Context: an optimization exercise on an open-source flow, tuned for small area, a short achievable clock period and few clock cycles per item. The choices shown serve that exercise and are no tape-out recipe. At most, simulation tests tie the RTL to the original design; equivalence was not proved.

Design comp_merge, start of the top module:
module comp_merge (
    input  wire         clk,
    input  wire         rst,            
    input  wire [23:0]  cfg_order,      
    input  wire [3:0]   cfg_spr_pos,    
    input  wire [63:0]  cfg_alpha,      
    input  wire [35:0]  cfg_bg,         
    input  wire         in_valid,
    output wire         in_ready,
    input  wire [8:0]   in_vis,         
    input  wire [17:0]  in_prio,        
    input  wire [71:0]  in_alpha,       
    input  wire [323:0] in_col,         
    output reg          out_valid,
    output wire [35:0]  out_col
);
For scale: ~5500 cells after synthesis, about 1100 flip-flops, roughly 61000 sq um of cells after synthesis.
==> module comp_merge, before the edit <==
module comp_merge (
    input  wire         clk,
    input  wire         rst,            
    input  wire [23:0]  cfg_order,      
    input  wire [3:0]   cfg_spr_pos,    
    input  wire [63:0]  cfg_alpha,      
    input  wire [35:0]  cfg_bg,         
    input  wire         in_valid,
    output wire         in_ready,
    input  wire [8:0]   in_vis,         
    input  wire [17:0]  in_prio,        
    input  wire [71:0]  in_alpha,       
    input  wire [323:0] in_col,         
    output reg          out_valid,
    output wire [35:0]  out_col
);
    integer i, j, k;
    integer m;
    reg [7:0] slot_oh [0:7];            
    reg [8:0] below_d [0:8];
    always @(*) begin
        for (i = 0; i < 8; i = i + 1)
            for (k = 0; k < 8; k = k + 1)
                slot_oh[i][k] = (cfg_order[3*k +: 3] == i[2:0]);
        for (i = 0; i < 9; i = i + 1)
            below_d[i] = 9'd0;
        for (i = 0; i < 8; i = i + 1) begin
            for (j = i + 1; j < 8; j = j + 1)
                for (k = 0; k < 8; k = k + 1)
                    for (m = k + 1; m < 8; m = m + 1)
                        below_d[i][j] = below_d[i][j] | (slot_oh[i][k] & slot_oh[j][m]);
            for (k = 0; k < 8; k = k + 1)
                below_d[i][8] = below_d[i][8] | (slot_oh[i][k] & (k < cfg_spr_pos));
        end
    end
    reg [8:0]  below [0:8];             
    reg [63:0] palpha_q;
    always @(posedge clk) begin
        for (i = 0; i < 9; i = i + 1)
            for (j = i + 1; j < 9; j = j + 1)
                below[i][j] <= below_d[i][j];
        palpha_q <= cfg_alpha;
    end
    reg         s_valid, s_first, k_valid;
    reg [8:0]   s_vis,   k_vis;
    reg [17:0]  s_prio,  k_prio;
    reg [71:0]  s_alpha, k_alpha;
    reg [323:0] s_col,   k_col;
    reg [8:0]   pend;
    assign in_ready = ~k_valid;
    wire acc = in_valid & ~k_valid;
    wire [7:0] pa [0:8];                
    genvar g;
    generate
        for (g = 0; g < 8; g = g + 1) begin : g_pa
            assign pa[g] = palpha_q[8*g +: 8];
        end
    endgenerate
    assign pa[8] = 8'd255;
    reg [8:0] lt [0:8];
    reg [8:0] opq, skip;
    reg       pi1, pi0, pj1, pj0;
    always @(*) begin
        for (i = 0; i < 9; i = i + 1) begin
            opq[i]  = s_vis[i] & (&s_alpha[8*i +: 8]) & (&pa[i]);
            skip[i] = ~(|s_alpha[8*i +: 8]) | ~(|pa[i]);
            lt[i][i] = 1'b0;
        end
        for (i = 0; i < 9; i = i + 1)
            for (j = i + 1; j < 9; j = j + 1) begin
                pi1 = s_prio[2*i+1];  pi0 = s_prio[2*i];
                pj1 = s_prio[2*j+1];  pj0 = s_prio[2*j];
                lt[i][j] = (~pi1 & pj1) | (~(pi1 ^ pj1) & ~pi0 & pj0) |
                           (~(pi1 ^ pj1) & ~(pi0 ^ pj0) & below[i][j]);
                lt[j][i] = ~lt[i][j];
            end
    end
    reg [8:0] top, active;
    reg       above;
    always @(*) begin
        for (i = 0; i < 9; i = i + 1) begin
            above = 1'b1;               
            for (j = 0; j < 9; j = j + 1)
                if (j != i && opq[j] && !lt[j][i]) above = 1'b0;
            top[i]    = opq[i] & above;
            active[i] = s_vis[i] & ~skip[i] & ~opq[i] & above;
        end
    end
    wire [8:0] pend_eff = s_first ? active : pend;
    reg  [8:0] sel;
    always @(*) begin
        for (i = 0; i < 9; i = i + 1) begin
            sel[i] = pend_eff[i];
            for (j = 0; j < 9; j = j + 1)
                if (j != i && pend_eff[j] && !lt[i][j]) sel[i] = 1'b0;
        end
    end
    wire last = ((pend_eff & (pend_eff - 9'd1)) == 9'd0);
    reg [35:0] d0_top, p_col;
    reg [7:0]  p_alpha, p_pa;
    always @(*) begin
        d0_top  = 36'd0;
        p_col   = 36'd0;
        p_alpha = 8'd0;
        p_pa    = 8'd0;
        for (i = 0; i < 9; i = i + 1) begin
            d0_top  = d0_top  | ({36{top[i]}} & s_col[36*i +: 36]);
            p_col   = p_col   | ({36{sel[i]}} & s_col[36*i +: 36]);
            p_alpha = p_alpha | ({8{sel[i]}}  & s_alpha[8*i +: 8]);
            p_pa    = p_pa    | ({8{sel[i]}}  & pa[i]);
        end
    end
    wire [35:0] d0 = (|top) ? d0_top : cfg_bg;
    wire [15:0] av  = p_alpha * p_pa + 16'd127;
    wire [16:0] aw  = av + {8'd0, av[15:8]} + 17'd1;
    wire [7:0]  a1  = aw[15:8];
    wire s_done = s_valid & last;
    wire s_free = ~s_valid | last;
    always @(posedge clk) begin
        if (rst) begin
            s_valid <= 1'b0;
            k_valid <= 1'b0;
        end else begin
            if (s_free) begin
                s_valid <= k_valid | acc;
                k_valid <= 1'b0;
            end else if (acc) begin
                k_valid <= 1'b1;
            end
        end
        if (s_free) begin
            s_first <= 1'b1;
            if (k_valid) begin
                s_vis <= k_vis;  s_prio <= k_prio;  s_alpha <= k_alpha;  s_col <= k_col;
            end else begin
                s_vis <= in_vis; s_prio <= in_prio; s_alpha <= in_alpha; s_col <= in_col;
            end
        end else begin
            s_first <= 1'b0;
            pend    <= pend_eff & ~sel;
        end
        if (!k_valid) begin
            k_vis <= in_vis; k_prio <= in_prio; k_alpha <= in_alpha; k_col <= in_col;
        end
    end
    reg        t_valid, t_start, t_last;
    reg [7:0]  t_a;
    reg [35:0] t_col, t_d0;
    always @(posedge clk) begin
        if (rst) t_valid <= 1'b0;
        else     t_valid <= s_valid;
        t_start <= s_first;
        t_last  <= last;
        t_a     <= a1;
        t_col   <= p_col;
        t_d0    <= d0;
    end
    reg  [35:0] dst;
    wire [35:0] d_in = t_start ? t_d0 : dst;
    wire [35:0] d_new;
    generate
        for (g = 0; g < 3; g = g + 1) begin : g_ch
            wire [11:0] c  = t_col[12*g +: 12];
            wire [11:0] d  = d_in[12*g +: 12];
            wire [12:0] e  = {1'b1, c} - {1'b0, d};           
            wire [20:0] u  = t_a * e - {1'b0, t_a, 12'd0} + 21'd1044607;
            wire [29:0] s  = {u, 8'd0} + u + u[20:8] + 30'd256 + {d, 16'd0};
            assign d_new[12*g +: 12] = s[27:16];
        end
    endgenerate
    always @(posedge clk) begin
        if (rst) out_valid <= 1'b0;
        else     out_valid <= t_valid & t_last;
        dst <= d_new;                   
    end
    assign out_col = dst;
endmodule
==> flow/config.mk <==
export PLATFORM = sky130hd
export DESIGN_NAME = comp_merge
export DESIGN_NICKNAME = comp_merge
export VERILOG_FILES = /design/flow/design.v
export SDC_FILE = /design/flow/constraint.sdc
export NUM_CORES = 4
export LEC_CHECK = 0
export CAP_MARGIN = 20
export CORE_MARGIN = 2
export CORE_UTILIZATION = 55
export SLEW_MARGIN = 20
==> flow/constraint.sdc <==
create_clock -name core_clock -period 50.0 [get_ports {clk}]
set_input_delay 10.0000 -clock core_clock [delete_from_list [all_inputs] [get_ports {clk}]]
set_output_delay 10.0000 -clock core_clock [all_outputs]
set_load 0.01 [all_outputs]
standard.sh (not shown) runs the stock make flow with config.mk's settings and CLKGATE_MAP_FILE= SYNTH_SCRIPT=/design/flow/synth_recipe.tcl, a recipe that flattens the netlist after the stock synthesis.
==> flow/flow/run.sh <==
#!/bin/bash
# The standard layout (the standard.sh: ORFS synthesis to finish, unchanged
# SDC), with optimisation settings passed to ORFS:
#  - SETUP_SLACK_MARGIN: repair_timing aims for this much setup slack against
#    the design's clock, so the critical paths get sized and buffered;
#  - BUFFER_PORTS_ARGS: every input and output port still gets its own buffer,
#    a buf_1 instead of the default cell;
#  - CTS_ARGS: larger sink clusters and no dummy loads in the clock tree.
# All tool output goes to flow_make.log in this folder (ORFS's per-step logs
# stay under orfs/logs).
set -euo pipefail
bash standard.sh \
    SETUP_SLACK_MARGIN=38.5 \
    "BUFFER_PORTS_ARGS=-buffer_cell sky130_fd_sc_hd__buf_1" \
    "CTS_ARGS=-sink_clustering_enable -repair_clock_nets -dont_use_dummy_load -sink_clustering_size 26 -sink_clustering_max_diameter 70" \
    finish > flow_make.log 2>&1
Then changed:
--- a/flow/design.v
+++ b/flow/design.v
@@ -15,31 +15,42 @@
     output wire [35:0]  out_col
 );
     integer i, j, k;
-    integer m;
-    reg [7:0] slot_oh [0:7];            
-    reg [8:0] below_d [0:8];
+    reg [2:0] slot_d [0:7];
     always @(*) begin
-        for (i = 0; i < 8; i = i + 1)
+        for (i = 0; i < 8; i = i + 1) begin
+            slot_d[i] = 3'd0;
             for (k = 0; k < 8; k = k + 1)
-                slot_oh[i][k] = (cfg_order[3*k +: 3] == i[2:0]);
-        for (i = 0; i < 9; i = i + 1)
-            below_d[i] = 9'd0;
-        for (i = 0; i < 8; i = i + 1) begin
-            for (j = i + 1; j < 8; j = j + 1)
-                for (k = 0; k < 8; k = k + 1)
-                    for (m = k + 1; m < 8; m = m + 1)
-                        below_d[i][j] = below_d[i][j] | (slot_oh[i][k] & slot_oh[j][m]);
-            for (k = 0; k < 8; k = k + 1)
-                below_d[i][8] = below_d[i][8] | (slot_oh[i][k] & (k < cfg_spr_pos));
+                slot_d[i] = slot_d[i] | ({3{cfg_order[3*k +: 3] == i[2:0]}} & k[2:0]);
         end
     end
-    reg [8:0]  below [0:8];             
+    reg [2:0]  slot_q [0:7];
+    reg [3:0]  spr_q;
     reg [63:0] palpha_q;
     always @(posedge clk) begin
+        for (i = 0; i < 8; i = i + 1)
+            slot_q[i] <= slot_d[i];
+        spr_q    <= cfg_spr_pos;
+        palpha_q <= cfg_alpha;
+    end
+    reg [8:0] below [0:8];
+    reg [2:0] sa, sb;
+    always @(*) begin
         for (i = 0; i < 9; i = i + 1)
-            for (j = i + 1; j < 9; j = j + 1)
-                below[i][j] <= below_d[i][j];
-        palpha_q <= cfg_alpha;
+            below[i] = 9'd0;
+        for (i = 0; i < 8; i = i + 1) begin
+            for (j = i + 1; j < 8; j = j + 1) begin
+                sa = slot_q[i];
+                sb = slot_q[j];
+                below[i][j] = (~sa[2] & sb[2]) |
+                              (~(sa[2] ^ sb[2]) & ((~sa[1] & sb[1]) |
+                                                   (~(sa[1] ^ sb[1]) & ~sa[0] & sb[0])));
+            end
+            sa = slot_q[i];
+            below[i][8] = spr_q[3] |
+                          (~sa[2] & spr_q[2]) |
+                          (~(sa[2] ^ spr_q[2]) & ((~sa[1] & spr_q[1]) |
+                                                  (~(sa[1] ^ spr_q[1]) & ~sa[0] & spr_q[0])));
+        end
     end
     reg         s_valid, s_first, k_valid;
     reg [8:0]   s_vis,   k_vis;
@@ -162,8 +173,8 @@
         for (g = 0; g < 3; g = g + 1) begin : g_ch
             wire [11:0] c  = t_col[12*g +: 12];
             wire [11:0] d  = d_in[12*g +: 12];
-            wire [12:0] e  = {1'b1, c} - {1'b0, d};           
-            wire [20:0] u  = t_a * e - {1'b0, t_a, 12'd0} + 21'd1044607;
+            wire [12:0] e  = {1'b0, c} - {1'b0, d};           
+            wire [20:0] u  = t_a * e[11:0] - {1'b0, t_a & {8{e[12]}}, 12'd0} + 21'd1044607;
             wire [29:0] s  = {u, 8'd0} + u + u[20:8] + 30'd256 + {d, 16'd0};
             assign d_new[12*g +: 12] = s[27:16];
         end
The changed run finished with timing, DRC and antenna clean.
Final area fell slightly.
Critical path depth went down by 6.
Via count fell by a few percent.
Testbench counts after the change, summed over its fixed seeds: cycles 34,632, pixels 20,480.
Function not checked in the first run of this note: the RTL went through the layout flow alone.

==> afterwards: timing with drivers on the ports <==
No port has a modelled driver above. Below, the same layouts with a new extraction and two added sets of constraints.
Step 1, drivers: a clkbuf_16 drives clk and a buf_2 each remaining input, both assumed.
Step 2 moves the port delays by t, midway between the first and last clock arrival at a register: inputs arrive t later, outputs are due t later. That takes back most of the time a late clock gives input paths.
a / b / c = no drivers / after step 1 / after step 2; a / b = the first two.
run	t (ns)	setup WS [ns]	clock arrival spread, ns	slew at the worst register clock pin (ns)
the first run	0.713	38.476 / 38.481 / 37.812	0.122 / 0.122	0.10 / 0.10
the second run	0.710	38.542 / 38.462 / 38.714	0.126 / 0.126	0.10 / 0.10
After both steps setup and hold are still met in every run listed. The setup slack of the first run, which loses most, moves by +0.005 ns with the drivers and by -0.664 ns with both steps.
